What follows belongs to an exercise in optimizing a design on an open flow for small area, a short achievable clock period and few clock cycles; a production flow would make more cautious choices. At most, simulation tests tie the RTL to the original design; equivalence was not proved. Function not checked in run 1: the RTL went through the layout flow alone. Power figures rest on the tool's default switching activity, not on a simulated workload.

## flow/design.v (module list and top-level ports; edited modules follow where they fit)
// module mcv_sinc: 1293 lines
module mcv_sinc (
    input  wire        clk,
    input  wire        rst,
    input  wire        s_valid,
    output reg         s_ready,
    input  wire [1:0]  s_op,       
    input  wire [11:0] s_data,     
    output reg         o_valid,
    output reg  [15:0] o_filt,
    output reg         o_settled
);
  // ...
==> flow/flow/run.sh <==
#!/bin/bash
# The standard layout (standard.sh), with one change: the input and
# output ports are buffered with buf_2 rather than the cell buffer_ports
# picks by default. Everything else, synthesis included, is the standard flow.
set -euo pipefail
export BUFFER_PORTS_ARGS="-buffer_cell sky130_fd_sc_hd__buf_2"
bash standard.sh > standard.log 2>&1
==> flow/standard.sh <==
#!/bin/bash
# synth_recipe.tcl (not shown) runs the flow's synth.tcl, then flattens the netlist and writes it again
# the make line also repeats each setting of config.mk as NAME=value (left out here)
make -C /OpenROAD-flow-scripts/flow DESIGN_CONFIG=/design/flow/config.mk WORK_HOME=/design/flow/orfs CLKGATE_MAP_FILE= SYNTH_SCRIPT=/design/flow/synth_recipe.tcl "${@:-finish}"
==> flow/config.mk <==
export PLATFORM = sky130hd
export DESIGN_NAME = mcv_sinc
export DESIGN_NICKNAME = mcv_sinc
export VERILOG_FILES = /design/flow/design.v
export SDC_FILE = /design/flow/constraint.sdc
export NUM_CORES = 4
export LEC_CHECK = 0
export CAP_MARGIN = 20
export CORE_MARGIN = 2
export CORE_UTILIZATION = 60
export CTS_BUF_LIST = sky130_fd_sc_hd__clkbuf_16
export CTS_CLUSTER_DIAMETER = 80
export CTS_CLUSTER_SIZE = 25
export SLEW_MARGIN = 20
==> flow/constraint.sdc <==
create_clock -name core_clock -period 15.0 [get_ports {clk}]
set_input_delay 3.0000 -clock core_clock [delete_from_list [all_inputs] [get_ports {clk}]]
set_output_delay 3.0000 -clock core_clock [all_outputs]
set_load 0.01 [all_outputs]
==> flow_metrics.env, run 1 <==
export IMPL_path_cells="inv_1 > buf_4 > a22o_1 > a221oi_1 > nand3_1 > o41ai_1 > fa_1 > inv_1 > fa_1 > fa_1 > fa_1"
export IMPL_seqCellArea_um2=26300
export IMPL_seq_cell_power_mw=3.96
export IMPL_synth_top_cell_area_share_pct=47.5
export IMPL_pre_cts_slack_ns=10.41
export IMPL_finClkSkew_ns=0.0322
export IMPL_worst_ir_drop_vdd_mv=0.139
export IMPL_clock_path_buffers=3
export IMPL_path_clk_slew_ns=0.10
export IMPL_dieHeight_um=304
export IMPL_rrSetupSlack_ns=10.53
export IMPL_num_tap_cells=1176
export IMPL_nonClkBufAreaFrac_pct=1.08
export IMPL_power_frac_seq_pct=56.3
export IMPL_max_stage_delay_ns=0.71
export IMPL_max_slew_margin_pct=23.2
export IMPL_largest_register_ffs=768
export IMPL_dp_cells=6103
export IMPL_syn_area_per_cell_um2=10.6
export IMPL_status="finished clean"
export IMPL_drv_slew=0
export IMPL_die_area_um2=92600
export IMPL_maxUsedRoutingLayer="met4"
export IMPL_finalNonFillerCells=6196
export IMPL_worstSetupEndpointType="flop"
export IMPL_reg_top3="ring (768), int4 (28), int3 (25)"
export IMPL_finalHoldViolCount=0
export IMPL_utilization_pct=63.6
export IMPL_hpwl_um=95500
export IMPL_routed_wirelength_um=135000
export IMPL_clk_latency_ns=0.67
export IMPL_met2_usage_pct=48.1
==> inputs of run 2 (changes only) <==
--- a/flow/design.v
+++ b/flow/design.v
@@ -197,16 +197,17 @@
     reg        clean;      
     reg [6:0]  cnt;        
     reg [1:0]  ord;        
     reg [3:0]  len;        
     reg [15:0] lenh;       
     reg [15:0] lenhn;      
     reg [4:1]  tm;         
     reg        f13, f23, f3, f4;    
+    reg [6:0]  kd;         
     reg        a_v;
     reg [1:0]  a_op;
     reg [11:0] a_x;
     always @(posedge clk) begin
         a_v  <= s_valid && s_ready && !rst;
         a_op <= s_op;
         a_x  <= s_data;
     end
@@ -225,16 +226,17 @@
             len     <= 4'd0;
             lenh    <= 16'd1;
             lenhn   <= ~16'd1;
             tm      <= 4'd0;
             f13     <= 1'b1;
             f23     <= 1'b0;
             f3      <= 1'b0;
             f4      <= 1'b0;
+            kd      <= 7'd1;
         end else begin
             s_ready <= (s_valid && s_ready && s_op != OP_NOP) || clean_n || (phase_n == 6'd63);
             phase   <= phase_n;
             clean   <= clean_n;
             if (acc_rc)
                 cnt <= 7'd0;
             else if (acc_s && cnt != 7'd64)
                 cnt <= cnt + 7'd1;
@@ -247,16 +249,17 @@
                 ord <= a_x[1:0];
                 len <= a_x[5:2];
                 lenh <= 16'd1 << a_x[5:2];
                 lenhn <= ~(16'd1 << a_x[5:2]);
                 f13 <= !a_x[0];
                 f23 <= a_x[1:0] == 2'd1 || a_x[1:0] == 2'd2;
                 f3  <= a_x[1:0] == 2'd2;
                 f4  <= a_x[1:0] == 2'd3;
+                kd  <= ({5'd0, a_x[1:0]} + 7'd1) * ({3'd0, a_x[5:2]} + 7'd1);
             end
         end
     end
     wire [6:0] d1 = {3'd0, len} + 7'd1;
     wire [6:0] d2 = {d1[5:0], 1'b0};
     wire [6:0] d3 = d1 + d2;
     wire [6:0] d4 = {d1[4:0], 2'b00};
     integer i;
@@ -328,271 +331,212 @@
                     | ({12{~lenhn[12]}} & ring[51])
                     | ({12{~lenhn[13]}} & ring[55])
                     | ({12{~lenhn[14]}} & ring[59])
                     | ({12{~lenhn[15]}} & ring[63]);
     wire [11:0] t1 = {12{tm[1]}} & r1;
     wire [11:0] t2 = {12{tm[2]}} & r2;
     wire [11:0] t3 = {12{tm[3]}} & r3;
     wire [11:0] t4 = {12{tm[4]}} & r4;
-    wire [6:0]  kd = (ord == 2'd0) ? d1 : (ord == 2'd1) ? d2 : (ord == 2'd2) ? d3 : d4;
-    wire [14:0] a2a = ({15{!f4}} & {3'd0, t2}) | ({15{f4}} & {2'd0, t2, 1'b0});
-    wire [14:0] a2b = ({15{f3}} & {2'd0, t2, 1'b0}) | ({15{f4}} & {1'd0, t2, 2'b00});
-    wire [14:0] a1a = {15{f13}} & {3'd0, t1};
-    wire [14:0] a1b = ({15{f23}} & {2'd0, t1, 1'b0}) | ({15{f4}} & {1'd0, t1, 2'b00});
-    wire [14:0] a3  = ({15{!f4}} & {3'd0, t3}) | ({15{f4}} & {1'd0, t3, 2'b00});
-    wire cq_1 = ~a1a[0];
-    wire cq_2 = ~a1b[0];
-    wire cq_3 = ~a3[0];
-    wire cq_4 = ~a1a[1];
-    wire cq_5 = ~a1b[1];
-    wire cq_6 = ~a3[1];
-    wire cq_7 = ~a1a[2];
-    wire cq_8 = ~a1b[2];
-    wire cq_9 = ~a3[2];
-    wire cq_10 = ~a1a[3];
-    wire cq_11 = ~a1b[3];
-    wire cq_12 = ~a3[3];
-    wire cq_13 = ~a1a[4];
-    wire cq_14 = ~a1b[4];
-    wire cq_15 = ~a3[4];
-    wire cq_16 = ~a1a[5];
-    wire cq_17 = ~a1b[5];
-    wire cq_18 = ~a3[5];
-    wire cq_19 = ~a1a[6];
-    wire cq_20 = ~a1b[6];
-    wire cq_21 = ~a3[6];
-    wire cq_22 = ~a1a[7];
-    wire cq_23 = ~a1b[7];
-    wire cq_24 = ~a3[7];
-    wire cq_25 = ~a1a[8];
-    wire cq_26 = ~a1b[8];
-    wire cq_27 = ~a3[8];
-    wire cq_28 = ~a1a[9];
-    wire cq_29 = ~a1b[9];
-    wire cq_30 = ~a3[9];
-    wire cq_31 = ~a1a[10];
-    wire cq_32 = ~a1b[10];
-    wire cq_33 = ~a3[10];
-    wire cq_34 = ~a1a[11];
-    wire cq_35 = ~a1b[11];
-    wire cq_36 = ~a3[11];
-    wire cq_37 = ~a1a[12];
-    wire cq_38 = ~a1b[12];
-    wire cq_39 = ~a3[12];
-    wire cq_40 = ~a1a[13];
-    wire cq_41 = ~a1b[13];
-    wire cq_42 = ~a3[13];
-    wire cq_43 = ~a1a[14];
-    wire cq_44 = ~a1b[14];
-    wire cq_45 = ~a3[14];
-    wire cq_46 = a_x[0] ^ t4[0] ^ a2a[0];
-    wire cq_47 = (a_x[0] & t4[0]) | (a_x[0] & a2a[0]) | (t4[0] & a2a[0]);
-    wire cq_48 = a_x[1] ^ t4[1] ^ a2a[1];
-    wire cq_49 = (a_x[1] & t4[1]) | (a_x[1] & a2a[1]) | (t4[1] & a2a[1]);
-    wire cq_50 = a2b[1] ^ cq_4;
-    wire cq_51 = a2b[1] & cq_4;
-    wire cq_52 = a_x[2] ^ t4[2] ^ a2a[2];
-    wire cq_53 = (a_x[2] & t4[2]) | (a_x[2] & a2a[2]) | (t4[2] & a2a[2]);
-    wire cq_54 = a2b[2] ^ cq_7;
-    wire cq_55 = a2b[2] & cq_7;
-    wire cq_56 = a_x[3] ^ t4[3] ^ a2a[3];
-    wire cq_57 = (a_x[3] & t4[3]) | (a_x[3] & a2a[3]) | (t4[3] & a2a[3]);
-    wire cq_58 = a2b[3] ^ cq_10;
-    wire cq_59 = a2b[3] & cq_10;
-    wire cq_60 = a_x[4] ^ t4[4] ^ a2a[4];
-    wire cq_61 = (a_x[4] & t4[4]) | (a_x[4] & a2a[4]) | (t4[4] & a2a[4]);
-    wire cq_62 = a2b[4] ^ cq_13;
-    wire cq_63 = a2b[4] & cq_13;
-    wire cq_64 = a_x[5] ^ t4[5] ^ a2a[5];
-    wire cq_65 = (a_x[5] & t4[5]) | (a_x[5] & a2a[5]) | (t4[5] & a2a[5]);
-    wire cq_66 = a2b[5] ^ cq_16;
-    wire cq_67 = a2b[5] & cq_16;
-    wire cq_68 = a_x[6] ^ t4[6] ^ a2a[6];
-    wire cq_69 = (a_x[6] & t4[6]) | (a_x[6] & a2a[6]) | (t4[6] & a2a[6]);
-    wire cq_70 = a2b[6] ^ cq_19;
-    wire cq_71 = a2b[6] & cq_19;
-    wire cq_72 = a_x[7] ^ t4[7] ^ a2a[7];
-    wire cq_73 = (a_x[7] & t4[7]) | (a_x[7] & a2a[7]) | (t4[7] & a2a[7]);
-    wire cq_74 = a2b[7] ^ cq_22;
-    wire cq_75 = a2b[7] & cq_22;
-    wire cq_76 = a_x[8] ^ t4[8] ^ a2a[8];
-    wire cq_77 = (a_x[8] & t4[8]) | (a_x[8] & a2a[8]) | (t4[8] & a2a[8]);
-    wire cq_78 = a2b[8] ^ cq_25;
-    wire cq_79 = a2b[8] & cq_25;
-    wire cq_80 = a_x[9] ^ t4[9] ^ a2a[9];
-    wire cq_81 = (a_x[9] & t4[9]) | (a_x[9] & a2a[9]) | (t4[9] & a2a[9]);
-    wire cq_82 = a2b[9] ^ cq_28;
-    wire cq_83 = a2b[9] & cq_28;
-    wire cq_84 = a_x[10] ^ t4[10] ^ a2a[10];
-    wire cq_85 = (a_x[10] & t4[10]) | (a_x[10] & a2a[10]) | (t4[10] & a2a[10]);
-    wire cq_86 = a2b[10] ^ cq_31;
-    wire cq_87 = a2b[10] & cq_31;
-    wire cq_88 = a_x[11] ^ t4[11] ^ a2a[11];
-    wire cq_89 = (a_x[11] & t4[11]) | (a_x[11] & a2a[11]) | (t4[11] & a2a[11]);
-    wire cq_90 = a2b[11] ^ cq_34;
-    wire cq_91 = a2b[11] & cq_34;
-    wire cq_92 = a2a[12] ^ a2b[12];
-    wire cq_93 = a2a[12] & a2b[12];
-    wire cq_94 = cq_46 ^ a2b[0] ^ cq_1;
-    wire cq_95 = (cq_46 & a2b[0]) | (cq_46 & cq_1) | (a2b[0] & cq_1);
-    wire cq_96 = cq_48 ^ cq_50 ^ cq_5;
-    wire cq_97 = (cq_48 & cq_50) | (cq_48 & cq_5) | (cq_50 & cq_5);
-    wire cq_98 = cq_6 ^ 1'b1;
-    wire cq_99 = cq_6 & 1'b1;
-    wire cq_100 = cq_52 ^ cq_54 ^ cq_8;
-    wire cq_101 = (cq_52 & cq_54) | (cq_52 & cq_8) | (cq_54 & cq_8);
-    wire cq_102 = cq_9 ^ cq_49 ^ cq_51;
-    wire cq_103 = (cq_9 & cq_49) | (cq_9 & cq_51) | (cq_49 & cq_51);
-    wire cq_104 = cq_56 ^ cq_58 ^ cq_11;
-    wire cq_105 = (cq_56 & cq_58) | (cq_56 & cq_11) | (cq_58 & cq_11);
-    wire cq_106 = cq_12 ^ cq_53 ^ cq_55;
-    wire cq_107 = (cq_12 & cq_53) | (cq_12 & cq_55) | (cq_53 & cq_55);
-    wire cq_108 = cq_60 ^ cq_62 ^ cq_14;
-    wire cq_109 = (cq_60 & cq_62) | (cq_60 & cq_14) | (cq_62 & cq_14);
-    wire cq_110 = cq_15 ^ cq_57 ^ cq_59;
-    wire cq_111 = (cq_15 & cq_57) | (cq_15 & cq_59) | (cq_57 & cq_59);
-    wire cq_112 = cq_64 ^ cq_66 ^ cq_17;
-    wire cq_113 = (cq_64 & cq_66) | (cq_64 & cq_17) | (cq_66 & cq_17);
-    wire cq_114 = cq_18 ^ cq_61 ^ cq_63;
-    wire cq_115 = (cq_18 & cq_61) | (cq_18 & cq_63) | (cq_61 & cq_63);
-    wire cq_116 = cq_68 ^ cq_70 ^ cq_20;
-    wire cq_117 = (cq_68 & cq_70) | (cq_68 & cq_20) | (cq_70 & cq_20);
-    wire cq_118 = cq_21 ^ cq_65 ^ cq_67;
-    wire cq_119 = (cq_21 & cq_65) | (cq_21 & cq_67) | (cq_65 & cq_67);
-    wire cq_120 = cq_72 ^ cq_74 ^ cq_23;
-    wire cq_121 = (cq_72 & cq_74) | (cq_72 & cq_23) | (cq_74 & cq_23);
-    wire cq_122 = cq_24 ^ cq_69 ^ cq_71;
-    wire cq_123 = (cq_24 & cq_69) | (cq_24 & cq_71) | (cq_69 & cq_71);
-    wire cq_124 = cq_76 ^ cq_78 ^ cq_26;
-    wire cq_125 = (cq_76 & cq_78) | (cq_76 & cq_26) | (cq_78 & cq_26);
-    wire cq_126 = cq_27 ^ cq_73 ^ cq_75;
-    wire cq_127 = (cq_27 & cq_73) | (cq_27 & cq_75) | (cq_73 & cq_75);
-    wire cq_128 = cq_80 ^ cq_82 ^ cq_29;
-    wire cq_129 = (cq_80 & cq_82) | (cq_80 & cq_29) | (cq_82 & cq_29);
-    wire cq_130 = cq_30 ^ cq_77 ^ cq_79;
-    wire cq_131 = (cq_30 & cq_77) | (cq_30 & cq_79) | (cq_77 & cq_79);
-    wire cq_132 = cq_84 ^ cq_86 ^ cq_32;
-    wire cq_133 = (cq_84 & cq_86) | (cq_84 & cq_32) | (cq_86 & cq_32);
-    wire cq_134 = cq_33 ^ cq_81 ^ cq_83;
-    wire cq_135 = (cq_33 & cq_81) | (cq_33 & cq_83) | (cq_81 & cq_83);
-    wire cq_136 = cq_88 ^ cq_90 ^ cq_35;
-    wire cq_137 = (cq_88 & cq_90) | (cq_88 & cq_35) | (cq_90 & cq_35);
-    wire cq_138 = cq_36 ^ cq_85 ^ cq_87;
-    wire cq_139 = (cq_36 & cq_85) | (cq_36 & cq_87) | (cq_85 & cq_87);
-    wire cq_140 = cq_92 ^ cq_37 ^ cq_38;
-    wire cq_141 = (cq_92 & cq_37) | (cq_92 & cq_38) | (cq_37 & cq_38);
-    wire cq_142 = cq_39 ^ cq_89 ^ cq_91;
-    wire cq_143 = (cq_39 & cq_89) | (cq_39 & cq_91) | (cq_89 & cq_91);
-    wire cq_144 = a2a[13] ^ a2b[13] ^ cq_40;
-    wire cq_145 = (a2a[13] & a2b[13]) | (a2a[13] & cq_40) | (a2b[13] & cq_40);
-    wire cq_146 = cq_41 ^ cq_42 ^ cq_93;
-    wire cq_147 = (cq_41 & cq_42) | (cq_41 & cq_93) | (cq_42 & cq_93);
-    wire cq_148 = a2a[14] ^ a2b[14] ^ cq_43;
-    wire cq_149 = (a2a[14] & a2b[14]) | (a2a[14] & cq_43) | (a2b[14] & cq_43);
-    wire cq_150 = cq_44 ^ cq_45;
-    wire cq_151 = cq_44 & cq_45;
-    wire cq_152 = cq_94 ^ cq_2;
-    wire cq_153 = cq_94 & cq_2;
-    wire cq_154 = cq_96 ^ cq_98 ^ cq_47;
-    wire cq_155 = (cq_96 & cq_98) | (cq_96 & cq_47) | (cq_98 & cq_47);
-    wire cq_156 = cq_100 ^ cq_102 ^ cq_97;
-    wire cq_157 = (cq_100 & cq_102) | (cq_100 & cq_97) | (cq_102 & cq_97);
-    wire cq_158 = cq_104 ^ cq_106 ^ cq_101;
-    wire cq_159 = (cq_104 & cq_106) | (cq_104 & cq_101) | (cq_106 & cq_101);
-    wire cq_160 = cq_108 ^ cq_110 ^ cq_105;
-    wire cq_161 = (cq_108 & cq_110) | (cq_108 & cq_105) | (cq_110 & cq_105);
-    wire cq_162 = cq_112 ^ cq_114 ^ cq_109;
-    wire cq_163 = (cq_112 & cq_114) | (cq_112 & cq_109) | (cq_114 & cq_109);
-    wire cq_164 = cq_116 ^ cq_118 ^ cq_113;
-    wire cq_165 = (cq_116 & cq_118) | (cq_116 & cq_113) | (cq_118 & cq_113);
-    wire cq_166 = cq_120 ^ cq_122 ^ cq_117;
-    wire cq_167 = (cq_120 & cq_122) | (cq_120 & cq_117) | (cq_122 & cq_117);
-    wire cq_168 = cq_124 ^ cq_126 ^ cq_121;
-    wire cq_169 = (cq_124 & cq_126) | (cq_124 & cq_121) | (cq_126 & cq_121);
-    wire cq_170 = cq_128 ^ cq_130 ^ cq_125;
-    wire cq_171 = (cq_128 & cq_130) | (cq_128 & cq_125) | (cq_130 & cq_125);
-    wire cq_172 = cq_132 ^ cq_134 ^ cq_129;
-    wire cq_173 = (cq_132 & cq_134) | (cq_132 & cq_129) | (cq_134 & cq_129);
-    wire cq_174 = cq_136 ^ cq_138 ^ cq_133;
-    wire cq_175 = (cq_136 & cq_138) | (cq_136 & cq_133) | (cq_138 & cq_133);
-    wire cq_176 = cq_140 ^ cq_142 ^ cq_137;
-    wire cq_177 = (cq_140 & cq_142) | (cq_140 & cq_137) | (cq_142 & cq_137);
-    wire cq_178 = cq_144 ^ cq_146 ^ cq_141;
-    wire cq_179 = (cq_144 & cq_146) | (cq_144 & cq_141) | (cq_146 & cq_141);
-    wire cq_180 = cq_148 ^ cq_150 ^ cq_145;
-    wire cq_181 = (cq_148 & cq_150) | (cq_148 & cq_145) | (cq_150 & cq_145);
-    wire cq_182 = 1'b1 ^ cq_149;
-    wire cq_183 = 1'b1 & cq_149;
-    wire cq_184 = cq_152 ^ cq_3;
-    wire cq_185 = cq_152 & cq_3;
-    wire cq_186 = cq_154 ^ cq_95 ^ cq_153;
-    wire cq_187 = (cq_154 & cq_95) | (cq_154 & cq_153) | (cq_95 & cq_153);
-    wire cq_188 = cq_156 ^ cq_99 ^ cq_155;
-    wire cq_189 = (cq_156 & cq_99) | (cq_156 & cq_155) | (cq_99 & cq_155);
-    wire cq_190 = cq_158 ^ cq_103 ^ cq_157;
-    wire cq_191 = (cq_158 & cq_103) | (cq_158 & cq_157) | (cq_103 & cq_157);
-    wire cq_192 = cq_160 ^ cq_107 ^ cq_159;
-    wire cq_193 = (cq_160 & cq_107) | (cq_160 & cq_159) | (cq_107 & cq_159);
-    wire cq_194 = cq_162 ^ cq_111 ^ cq_161;
-    wire cq_195 = (cq_162 & cq_111) | (cq_162 & cq_161) | (cq_111 & cq_161);
-    wire cq_196 = cq_164 ^ cq_115 ^ cq_163;
-    wire cq_197 = (cq_164 & cq_115) | (cq_164 & cq_163) | (cq_115 & cq_163);
-    wire cq_198 = cq_166 ^ cq_119 ^ cq_165;
-    wire cq_199 = (cq_166 & cq_119) | (cq_166 & cq_165) | (cq_119 & cq_165);
-    wire cq_200 = cq_168 ^ cq_123 ^ cq_167;
-    wire cq_201 = (cq_168 & cq_123) | (cq_168 & cq_167) | (cq_123 & cq_167);
-    wire cq_202 = cq_170 ^ cq_127 ^ cq_169;
-    wire cq_203 = (cq_170 & cq_127) | (cq_170 & cq_169) | (cq_127 & cq_169);
-    wire cq_204 = cq_172 ^ cq_131 ^ cq_171;
-    wire cq_205 = (cq_172 & cq_131) | (cq_172 & cq_171) | (cq_131 & cq_171);
-    wire cq_206 = cq_174 ^ cq_135 ^ cq_173;
-    wire cq_207 = (cq_174 & cq_135) | (cq_174 & cq_173) | (cq_135 & cq_173);
-    wire cq_208 = cq_176 ^ cq_139 ^ cq_175;
-    wire cq_209 = (cq_176 & cq_139) | (cq_176 & cq_175) | (cq_139 & cq_175);
-    wire cq_210 = cq_178 ^ cq_143 ^ cq_177;
-    wire cq_211 = (cq_178 & cq_143) | (cq_178 & cq_177) | (cq_143 & cq_177);
-    wire cq_212 = cq_180 ^ cq_147 ^ cq_179;
-    wire cq_213 = (cq_180 & cq_147) | (cq_180 & cq_179) | (cq_147 & cq_179);
-    wire cq_214 = cq_182 ^ cq_151 ^ cq_181;
-    wire cq_215 = (cq_182 & cq_151) | (cq_182 & cq_181) | (cq_151 & cq_181);
-    wire [18:0] cq_r0 = {1'b1, 1'b1, cq_183, cq_214, cq_212, cq_210, cq_208, cq_206, cq_204, cq_202, cq_200, cq_198, cq_196, cq_194, cq_192, cq_190, cq_188, cq_186, cq_184};
-    wire [18:0] cq_r1 = {1'b0, 1'b0, cq_215, cq_213, cq_211, cq_209, cq_207, cq_205, cq_203, cq_201, cq_199, cq_197, cq_195, cq_193, cq_191, cq_189, cq_187, cq_185, 1'b1};
-    reg        s1_v, s1_first, s1_set;
+    wire [11:0] a1a = {12{f13}} & t1;
+    wire [11:0] xr  = f4 ? t4 : ~a1a;                        
+    wire [12:0] a2a = f4 ? {t2, 1'b0} : {1'b0, t2};           
+    wire [13:0] a2b = ({14{f3}} & {1'b0, t2, 1'b0}) | ({14{f4}} & {t2, 2'b00});
+    wire [13:0] a1b = ({14{f23}} & {1'b0, t1, 1'b0}) | ({14{f4}} & {t1, 2'b00});
+    wire [13:0] a3  = f4 ? {t3, 2'b00} : {2'b00, t3};
+    wire cq_1 = ~f4;
+    wire cq_2 = ~a3[0];
+    wire cq_3 = ~a1b[1];
+    wire cq_4 = ~a3[1];
+    wire cq_5 = ~a1b[2];
+    wire cq_6 = ~a3[2];
+    wire cq_7 = ~a1b[3];
+    wire cq_8 = ~a3[3];
+    wire cq_9 = ~a1b[4];
+    wire cq_10 = ~a3[4];
+    wire cq_11 = ~a1b[5];
+    wire cq_12 = ~a3[5];
+    wire cq_13 = ~a1b[6];
+    wire cq_14 = ~a3[6];
+    wire cq_15 = ~a1b[7];
+    wire cq_16 = ~a3[7];
+    wire cq_17 = ~a1b[8];
+    wire cq_18 = ~a3[8];
+    wire cq_19 = ~a1b[9];
+    wire cq_20 = ~a3[9];
+    wire cq_21 = ~a1b[10];
+    wire cq_22 = ~a3[10];
+    wire cq_23 = ~a1b[11];
+    wire cq_24 = ~a3[11];
+    wire cq_25 = ~f4;
+    wire cq_26 = ~a1b[12];
+    wire cq_27 = ~a3[12];
+    wire cq_28 = ~f4;
+    wire cq_29 = ~a1b[13];
+    wire cq_30 = ~a3[13];
+    wire cq_31 = ~f4;
+    wire cq_32 = ~f4;
+    wire cq_33 = ~f4;
+    wire cq_34 = ~f4;
+    wire cq_35 = ~f4;
+    wire cq_36 = xr[0] ^ cq_1;
+    wire cq_37 = xr[0] & cq_1;
+    wire cq_38 = xr[1] ^ a2a[1] ^ a2b[1];
+    wire cq_39 = (xr[1] & a2a[1]) | (xr[1] & a2b[1]) | (a2a[1] & a2b[1]);
+    wire cq_40 = cq_3 ^ cq_4;
+    wire cq_41 = cq_3 & cq_4;
+    wire cq_42 = xr[2] ^ a2a[2] ^ a2b[2];
+    wire cq_43 = (xr[2] & a2a[2]) | (xr[2] & a2b[2]) | (a2a[2] & a2b[2]);
+    wire cq_44 = cq_5 ^ cq_6;
+    wire cq_45 = cq_5 & cq_6;
+    wire cq_46 = xr[3] ^ a2a[3] ^ a2b[3];
+    wire cq_47 = (xr[3] & a2a[3]) | (xr[3] & a2b[3]) | (a2a[3] & a2b[3]);
+    wire cq_48 = cq_7 ^ cq_8;
+    wire cq_49 = cq_7 & cq_8;
+    wire cq_50 = xr[4] ^ a2a[4] ^ a2b[4];
+    wire cq_51 = (xr[4] & a2a[4]) | (xr[4] & a2b[4]) | (a2a[4] & a2b[4]);
+    wire cq_52 = cq_9 ^ cq_10;
+    wire cq_53 = cq_9 & cq_10;
+    wire cq_54 = xr[5] ^ a2a[5] ^ a2b[5];
+    wire cq_55 = (xr[5] & a2a[5]) | (xr[5] & a2b[5]) | (a2a[5] & a2b[5]);
+    wire cq_56 = cq_11 ^ cq_12;
+    wire cq_57 = cq_11 & cq_12;
+    wire cq_58 = xr[6] ^ a2a[6] ^ a2b[6];
+    wire cq_59 = (xr[6] & a2a[6]) | (xr[6] & a2b[6]) | (a2a[6] & a2b[6]);
+    wire cq_60 = cq_13 ^ cq_14;
+    wire cq_61 = cq_13 & cq_14;
+    wire cq_62 = xr[7] ^ a2a[7] ^ a2b[7];
+    wire cq_63 = (xr[7] & a2a[7]) | (xr[7] & a2b[7]) | (a2a[7] & a2b[7]);
+    wire cq_64 = cq_15 ^ cq_16;
+    wire cq_65 = cq_15 & cq_16;
+    wire cq_66 = xr[8] ^ a2a[8] ^ a2b[8];
+    wire cq_67 = (xr[8] & a2a[8]) | (xr[8] & a2b[8]) | (a2a[8] & a2b[8]);
+    wire cq_68 = cq_17 ^ cq_18;
+    wire cq_69 = cq_17 & cq_18;
+    wire cq_70 = xr[9] ^ a2a[9] ^ a2b[9];
+    wire cq_71 = (xr[9] & a2a[9]) | (xr[9] & a2b[9]) | (a2a[9] & a2b[9]);
+    wire cq_72 = cq_19 ^ cq_20;
+    wire cq_73 = cq_19 & cq_20;
+    wire cq_74 = xr[10] ^ a2a[10] ^ a2b[10];
+    wire cq_75 = (xr[10] & a2a[10]) | (xr[10] & a2b[10]) | (a2a[10] & a2b[10]);
+    wire cq_76 = cq_21 ^ cq_22;
+    wire cq_77 = cq_21 & cq_22;
+    wire cq_78 = xr[11] ^ a2a[11] ^ a2b[11];
+    wire cq_79 = (xr[11] & a2a[11]) | (xr[11] & a2b[11]) | (a2a[11] & a2b[11]);
+    wire cq_80 = cq_23 ^ cq_24;
+    wire cq_81 = cq_23 & cq_24;
+    wire cq_82 = cq_25 ^ a2a[12] ^ a2b[12];
+    wire cq_83 = (cq_25 & a2a[12]) | (cq_25 & a2b[12]) | (a2a[12] & a2b[12]);
+    wire cq_84 = cq_26 ^ cq_27;
+    wire cq_85 = cq_26 & cq_27;
+    wire cq_86 = cq_28 ^ a2b[13] ^ cq_29;
+    wire cq_87 = (cq_28 & a2b[13]) | (cq_28 & cq_29) | (a2b[13] & cq_29);
+    wire cq_88 = cq_36 ^ a2a[0];
+    wire cq_89 = cq_36 & a2a[0];
+    wire cq_90 = cq_38 ^ cq_40 ^ 1'b1;
+    wire cq_91 = (cq_38 & cq_40) | (cq_38 & 1'b1) | (cq_40 & 1'b1);
+    wire cq_92 = cq_42 ^ cq_44 ^ cq_39;
+    wire cq_93 = (cq_42 & cq_44) | (cq_42 & cq_39) | (cq_44 & cq_39);
+    wire cq_94 = cq_46 ^ cq_48 ^ cq_43;
+    wire cq_95 = (cq_46 & cq_48) | (cq_46 & cq_43) | (cq_48 & cq_43);
+    wire cq_96 = cq_50 ^ cq_52 ^ cq_47;
+    wire cq_97 = (cq_50 & cq_52) | (cq_50 & cq_47) | (cq_52 & cq_47);
+    wire cq_98 = cq_54 ^ cq_56 ^ cq_51;
+    wire cq_99 = (cq_54 & cq_56) | (cq_54 & cq_51) | (cq_56 & cq_51);
+    wire cq_100 = cq_58 ^ cq_60 ^ cq_55;
+    wire cq_101 = (cq_58 & cq_60) | (cq_58 & cq_55) | (cq_60 & cq_55);
+    wire cq_102 = cq_62 ^ cq_64 ^ cq_59;
+    wire cq_103 = (cq_62 & cq_64) | (cq_62 & cq_59) | (cq_64 & cq_59);
+    wire cq_104 = cq_66 ^ cq_68 ^ cq_63;
+    wire cq_105 = (cq_66 & cq_68) | (cq_66 & cq_63) | (cq_68 & cq_63);
+    wire cq_106 = cq_70 ^ cq_72 ^ cq_67;
+    wire cq_107 = (cq_70 & cq_72) | (cq_70 & cq_67) | (cq_72 & cq_67);
+    wire cq_108 = cq_74 ^ cq_76 ^ cq_71;
+    wire cq_109 = (cq_74 & cq_76) | (cq_74 & cq_71) | (cq_76 & cq_71);
+    wire cq_110 = cq_78 ^ cq_80 ^ cq_75;
+    wire cq_111 = (cq_78 & cq_80) | (cq_78 & cq_75) | (cq_80 & cq_75);
+    wire cq_112 = cq_82 ^ cq_84 ^ cq_79;
+    wire cq_113 = (cq_82 & cq_84) | (cq_82 & cq_79) | (cq_84 & cq_79);
+    wire cq_114 = cq_86 ^ cq_30 ^ cq_83;
+    wire cq_115 = (cq_86 & cq_30) | (cq_86 & cq_83) | (cq_30 & cq_83);
+    wire cq_116 = cq_88 ^ cq_2;
+    wire cq_117 = cq_88 & cq_2;
+    wire cq_118 = cq_90 ^ cq_37 ^ cq_89;
+    wire cq_119 = (cq_90 & cq_37) | (cq_90 & cq_89) | (cq_37 & cq_89);
+    wire cq_120 = cq_92 ^ cq_41 ^ cq_91;
+    wire cq_121 = (cq_92 & cq_41) | (cq_92 & cq_91) | (cq_41 & cq_91);
+    wire cq_122 = cq_94 ^ cq_45 ^ cq_93;
+    wire cq_123 = (cq_94 & cq_45) | (cq_94 & cq_93) | (cq_45 & cq_93);
+    wire cq_124 = cq_96 ^ cq_49 ^ cq_95;
+    wire cq_125 = (cq_96 & cq_49) | (cq_96 & cq_95) | (cq_49 & cq_95);
+    wire cq_126 = cq_98 ^ cq_53 ^ cq_97;
+    wire cq_127 = (cq_98 & cq_53) | (cq_98 & cq_97) | (cq_53 & cq_97);
+    wire cq_128 = cq_100 ^ cq_57 ^ cq_99;
+    wire cq_129 = (cq_100 & cq_57) | (cq_100 & cq_99) | (cq_57 & cq_99);
+    wire cq_130 = cq_102 ^ cq_61 ^ cq_101;
+    wire cq_131 = (cq_102 & cq_61) | (cq_102 & cq_101) | (cq_61 & cq_101);
+    wire cq_132 = cq_104 ^ cq_65 ^ cq_103;
+    wire cq_133 = (cq_104 & cq_65) | (cq_104 & cq_103) | (cq_65 & cq_103);
+    wire cq_134 = cq_106 ^ cq_69 ^ cq_105;
+    wire cq_135 = (cq_106 & cq_69) | (cq_106 & cq_105) | (cq_69 & cq_105);
+    wire cq_136 = cq_108 ^ cq_73 ^ cq_107;
+    wire cq_137 = (cq_108 & cq_73) | (cq_108 & cq_107) | (cq_73 & cq_107);
+    wire cq_138 = cq_110 ^ cq_77 ^ cq_109;
+    wire cq_139 = (cq_110 & cq_77) | (cq_110 & cq_109) | (cq_77 & cq_109);
+    wire cq_140 = cq_112 ^ cq_81 ^ cq_111;
+    wire cq_141 = (cq_112 & cq_81) | (cq_112 & cq_111) | (cq_81 & cq_111);
+    wire cq_142 = cq_114 ^ cq_85 ^ cq_113;
+    wire cq_143 = (cq_114 & cq_85) | (cq_114 & cq_113) | (cq_85 & cq_113);
+    wire cq_144 = cq_31 ^ cq_87 ^ cq_115;
+    wire cq_145 = (cq_31 & cq_87) | (cq_31 & cq_115) | (cq_87 & cq_115);
+    wire cq_146 = cq_32 ^ 1'b1;
+    wire cq_147 = cq_32 & 1'b1;
+    wire cq_148 = cq_33 ^ 1'b1;
+    wire cq_149 = cq_33 & 1'b1;
+    wire cq_150 = cq_34 ^ 1'b1;
+    wire cq_151 = cq_34 & 1'b1;
+    wire cq_152 = cq_35 ^ 1'b1;
+    wire cq_153 = cq_35 & 1'b1;
+    wire [18:0] cq_r0 = {cq_152, cq_150, cq_148, cq_146, cq_144, cq_142, cq_140, cq_138, cq_136, cq_134, cq_132, cq_130, cq_128, cq_126, cq_124, cq_122, cq_120, cq_118, cq_116};
+    wire [18:0] cq_r1 = {cq_151, cq_149, cq_147, cq_145, cq_143, cq_141, cq_139, cq_137, cq_135, cq_133, cq_131, cq_129, cq_127, cq_125, cq_123, cq_121, cq_119, cq_117, 1'b1};
+    reg        s1_v, s1_first, s1_set, s1_g;
     reg [1:0]  s1_k;
     reg [3:0]  s1_d;
     reg [18:0] s1_r0, s1_r1;    
     always @(posedge clk) begin
         s1_v     <= acc_s && !rst;
         s1_first <= (cnt == 7'd0);
+        s1_g     <= (cnt == 7'd0) || !f4;     
         s1_set   <= ({1'b0, cnt} + 8'd1 >= {1'b0, kd});
         s1_k     <= ord;
         s1_d     <= len;
         s1_r0    <= cq_r0;
         s1_r1    <= cq_r1;
     end
     reg [18:0] int1;
     reg [21:0] int2;
     reg [24:0] int3;
     reg [27:0] int4;
-    reg        s2_v, s2_first, s2_set;  reg [1:0] s2_k; reg [3:0] s2_d;
-    reg        s3_v, s3_first, s3_set;  reg [1:0] s3_k; reg [3:0] s3_d;
-    reg        s4_v, s4_first, s4_set;  reg [1:0] s4_k; reg [3:0] s4_d;
+    reg        s2_v, s2_first, s2_set, s2_g;  reg [1:0] s2_k; reg [3:0] s2_d;
+    reg        s3_v, s3_first, s3_set, s3_g;  reg [1:0] s3_k; reg [3:0] s3_d;
+    reg        s4_v, s4_set, s4_g;            reg [1:0] s4_k; reg [3:0] s4_d;
     reg        s5_v, s5_set;            reg [1:0] s5_k; reg [3:0] s5_d; reg [4:0] s5_sh;
     always @(posedge clk) begin
         if (s1_v)
-            int1 <= ((s1_first || s1_k != 2'd3) ? 19'd0 : int1) + s1_r0 + s1_r1;
+            int1 <= (s1_g ? 19'd0 : int1) + s1_r0 + s1_r1 + {7'd0, ring[0]};    
         s2_v <= s1_v && !rst; s2_first <= s1_first; s2_set <= s1_set; s2_k <= s1_k; s2_d <= s1_d;
-        int2 <= ((s2_v && (s2_first || s2_k < 2'd2)) ? 22'd0 : int2)
+        s2_g <= s1_first || s1_k < 2'd2;
+        int2 <= ((s2_v && s2_g) ? 22'd0 : int2)
               + (s2_v ? {{3{int1[18]}}, int1} : 22'd0);
         s3_v <= s2_v && !rst; s3_first <= s2_first; s3_set <= s2_set; s3_k <= s2_k; s3_d <= s2_d;
-        int3 <= ((s3_v && (s3_first || s3_k == 2'd0)) ? 25'd0 : int3)
+        s3_g <= s2_first || s2_k == 2'd0;
+        int3 <= ((s3_v && s3_g) ? 25'd0 : int3)
               + (s3_v ? {{3{int2[21]}}, int2} : 25'd0);
-        s4_v <= s3_v && !rst; s4_first <= s3_first; s4_set <= s3_set; s4_k <= s3_k; s4_d <= s3_d;
-        int4 <= ((s4_v && s4_first) ? 28'd0 : int4)
+        s4_v <= s3_v && !rst; s4_g <= s3_first; s4_set <= s3_set; s4_k <= s3_k; s4_d <= s3_d;
+        int4 <= ((s4_v && s4_g) ? 28'd0 : int4)
               + (s4_v ? {{3{int3[24]}}, int3} : 28'd0);
         s5_v <= s4_v && !rst; s5_set <= s4_set; s5_k <= s4_k; s5_d <= s4_d;
         s5_sh <= rom_sh({s4_k, s4_d});
     end
     wire [4:0]  shn  = s5_sh;
     wire [32:0] sh0  = {int4, 5'd0};
     wire [32:0] sh1  = shn[4] ? {16'd0, sh0[32:16]} : sh0;
     wire [32:0] sh2  = shn[3] ? {8'd0, sh1[32:8]} : sh1;
==> run 2 against run 1 <==
- final cell count hardly changed
- die area is 0.91% higher
- register-to-register slack better by 0.32 ns
- utilization is 0.30 points higher
- via count is 1.1% lower
- synthesized cell count stayed put
- critical path depth is 10 lower
- power is 1.1% higher
- clock-buffer cell count is 3 lower
- critical path type is now reg -> out
- critical endpoint is now o_valid
- largest cell class unchanged
- highest routed layer unchanged
==> flow_metrics.env, run 2 <==
export IMPL_worstSetupEndpointType="output port"
export IMPL_ys_top_cells_by_count="1295 x dfxtp_1, 341 x inv_1, 286 x a22oi_1"
export IMPL_p_per_area_nw_per_um2=123
export IMPL_arrival_ns=1.30
export IMPL_htreeDepth=3
export IMPL_wire_per_inst_um=21.4
export IMPL_synthAdderAreaFrac_pct=14.0
export IMPL_yosysSeqAreaShare_pct=48.5
export IMPL_max_cap_violations=0
export IMPL_cts_sinks=1314
export IMPL_p_leak_nw=23.5
export IMPL_synth_cells=5127
export IMPL_finalHoldViolCount=0
export IMPL_viasPerCell=5.97
export IMPL_layout_commonest_cell="dfxtp_1"
export IMPL_finClkSkew_ns=0.0276
export IMPL_worstSetupStartpointType="flop"
export IMPL_synth_flop_cell="dfxtp_1"
export IMPL_worst_ir_drop_vdd_mv=0.119
export IMPL_dieHeight_um=306
export IMPL_regMostFlops="ring"
export IMPL_setup_viol=0
export IMPL_path_clk_slew_ns=0.09
export IMPL_num_nets_final=5486
export IMPL_rows=110
export IMPL_critPathBufInv=1
export IMPL_final_min_clock_period_ns=4.30
export IMPL_drtIter0Drc=3403
export IMPL_grt_pass1_vias=36487
export IMPL_ys_warn_count=2
export IMPL_tns_ns=0
export IMPL_track_usage_pct=28.1
export IMPL_crit_family="flip-flops"
export IMPL_postCtsHoldBufs=0
export IMPL_max_stage_delay_ns=0.45
export IMPL_routed_wirelength_um=133000
export IMPL_gr_total_overflow=0
export IMPL_clk_latency_ns=0.68
export IMPL_netlist_area_um2=54600
export IMPL_required_ns=12.00
export IMPL_reg2reg_depth=11
export IMPL_rrSetupSlack_ns=10.85
export IMPL_drv_slew=0
export IMPL_synth_top_family_by_area="compound AO/OA/AOI/OAI gates"
export IMPL_synth_xor_area_share_pct=6.34
export IMPL_synth_cell_type_count=90
export IMPL_grt_max_degree=63
export IMPL_worst_slew_pin_slew_ns=1.05
export IMPL_synth_edf_count=19
export IMPL_start_util_pct=60.6
export IMPL_cts_tree="yes"
export IMPL_post_cts_setup_buffers=0
export IMPL_yosys_area_top_type="dfxtp_1"
export IMPL_synthSimpleGateAreaFrac_pct=8.62
export IMPL_drc=0
export IMPL_synth_compound_area_share_pct=16.5
export IMPL_io_pins=36
export IMPL_syn_area_per_cell_um2=10.7
export IMPL_numCtsBuffers=68
export IMPL_port_buffers=35
export IMPL_synthMuxAreaShare_pct=1.61
export IMPL_first_pass_iters=6
export IMPL_startpoint="o_valid"
export IMPL_yosysMostFrequentCell="dfxtp_1"
export IMPL_globalplace_congestion=0.929
export IMPL_hold_slack_ns=0.324
export IMPL_vias=37005
export IMPL_area_growth_pct=5.53
export IMPL_ant_nets=0
export IMPL_num_antenna_cells=0
export IMPL_max_slew_margin_pct=29.1
export IMPL_slowest_stage="dfxtp_1"
export IMPL_largest_register_ffs=768
export IMPL_max_freq_mhz=232
export IMPL_final_cell_mix="1293 x dfxtp_1, 344 x inv_1, 286 x a22oi_1"
export IMPL_reg_top3="ring (768), int4 (28), int3 (25)"
export IMPL_rsz0062_at_grt="no"
export IMPL_synth_top_cell_area_share_pct=47.5
export IMPL_layout_drive_gt1_share_pct=4.78
export IMPL_crit_type="reg -> out"
export IMPL_die_w_um=306
export IMPL_clock_path_buffers=3
export IMPL_status="finished clean"
export IMPL_ys_ff_latch=1314
export IMPL_cts_root_buf="clkbuf_16"
export IMPL_crit_path_end="o_valid"
export IMPL_crit_fanout=1
export IMPL_synthTopCellsByArea="dfxtp_1 47%, fa_1 8.5%, ha_1 5.5%"
export IMPL_timing_rr_end="s1_r0[9]"
export IMPL_antenna_found_initial=0
export IMPL_die_area_um2=93400
export IMPL_hold_path_class="reg -> reg"
export IMPL_timing_rr_start="lenhn[8]"
export IMPL_hpwl_um=93800
export IMPL_fin_crit_sh_pct=28.7
export IMPL_coreArea_um2=90100
export IMPL_critical_path_depth=1
export IMPL_cts_resized=0
export IMPL_grt_pass1_wl_um=207000
export IMPL_async_reset_ff_share_pct=0
export IMPL_syn_nets=5616
export IMPL_nFillCells=7401
export IMPL_path_cells="buf_2"
run 2: changes by cell type after synthesis, moves of 12 or more:
cell      previous run  this run
nor2b_1             46        61
ha_1               223       241
o21bai_1            12        26
and3_1              15        29
nor2_1             231       245
nand2_1            263       209
o21ai_0            176       152
and2_1             156       141
inv_1              353       341
run 2: per-stage QoR:
step / cell area (µm²) / instances / worst slack, ns / util [%] / power [mW]
floorplan: 54600 / 5127 / 11.03 / - / 4.82
global placement: 55600 / 6102 / 10.50 / 61.6 / 5.15
detailed placement: 55600 / 6102 / 10.51 / 61.6 / 5.17
CTS: 57600 / 6197 / 10.64 / 63.9 / 7.19
global route: 57600 / 6198 / 10.39 / 63.9 / 7.47
finish: 57600 / 6198 / 10.70 / 63.9 / 7.11
run 2: report_power, final:
part / switching (mW) / internal (mW) / leakage, nW / total [mW]
logic: 0.603 / 0.506 / 11.7 / 1.11
registers: 0.211 / 3.76 / 10.7 / 3.97
clock network: 1.15 / 0.879 / 1.01 / 2.03
total: 1.97 / 5.15 / 23.5 / 7.11
run 2: kinds of logic (layout without fill, tap and decap cells):
group,count (synthesis),in the layout
DFF,1314,1314
other,1,1
adders and majority gates,472,472
xor gates and xnor gates,395,395
buffers and inverters,642,537
AOI/OAI and AO/OA,1267,1267
muxes,78,78
and+or+nand+nor,958,958
run 2: worst min-delay path by stage:
stage                       startpoint           end  slack [ns]  depth (start not counted)
final                          s2_d[1]       s3_d[1]        0.32                          0
after global routing           s2_d[1]       s3_d[1]        0.32                          0
after CTS                      s2_d[1]       s3_d[1]        0.32                          0
after detailed placement  ring[58][11]  ring[59][11]        0.31                          0
after global placement     ring[49][7]   ring[50][7]        0.31                          0
after floorplan                 s8_set     o_settled        0.31                          0
run 2: final cells by class:
class | count | area [µm²] | area share, %
Sequential cell | 1314 | 26500 | 46.0
Multi-Input combinational cell | 3171 | 25700 | 44.6
Clock buffer | 68 | 1700 | 2.95
Tap cell | 1176 | 1470 | 2.55
Inverter | 351 | 1320 | 2.29
Timing Repair Buffer | 91 | 603 | 1.05
Clock inverter | 27 | 334 | 0.580
run 2: routing by layer:
layer / vias up / global-route usage, % / share of wire [%]
met3: 361 / 3.93 / 5.9
met2: 1345 / 47.8 / 48
met5: - / 0 / 0
met4: 0 / 12.5 / 4.6
met1: 17807 / 35.7 / 42
li1: 17492 / - / -
run 2: worst reg2reg max path, cell delays in order (launching register included):
cell and delay (ns):
dfxtp_1 0.34, inv_1 0.29, buf_4 0.36, a22o_1 0.24, a221oi_1 0.21, o2111ai_1 0.14
o41ai_1 0.67, a22o_1 0.28, fa_1 0.42, fa_1 0.54, inv_1 0.05, fa_1 0.47
Testbench counts of run 2, summed over its fixed seeds: cycles 12,952.

## separate check: timing with driven ports
No port has a modelled driver above. Below, the same layouts with a new extraction and two added sets of constraints. Step 1 assumes that a clkbuf_16 drives the clock port and a buf_2 every other input. Step 2 times the ports against the registers' clock, not the clock port: input delays grow and output delays shrink by t, the midpoint of the rising clock arrivals with the driver on. Three values: ideal ports, drivers, drivers and shift; two values: the first two.
run	t, ns	slack for setup (ns)	hold WS [ns]
run 1	0.724	10.527 / 10.527 / 10.430	0.313 / 0.313 / 0.313
run 2	0.736	10.697 / 10.625 / 10.530	0.324 / 0.324 / 0.324
After both steps every run listed still meets setup and hold. The setup slack of run 2, which loses most, moves by -0.072 ns with the drivers and by -0.167 ns with both steps.
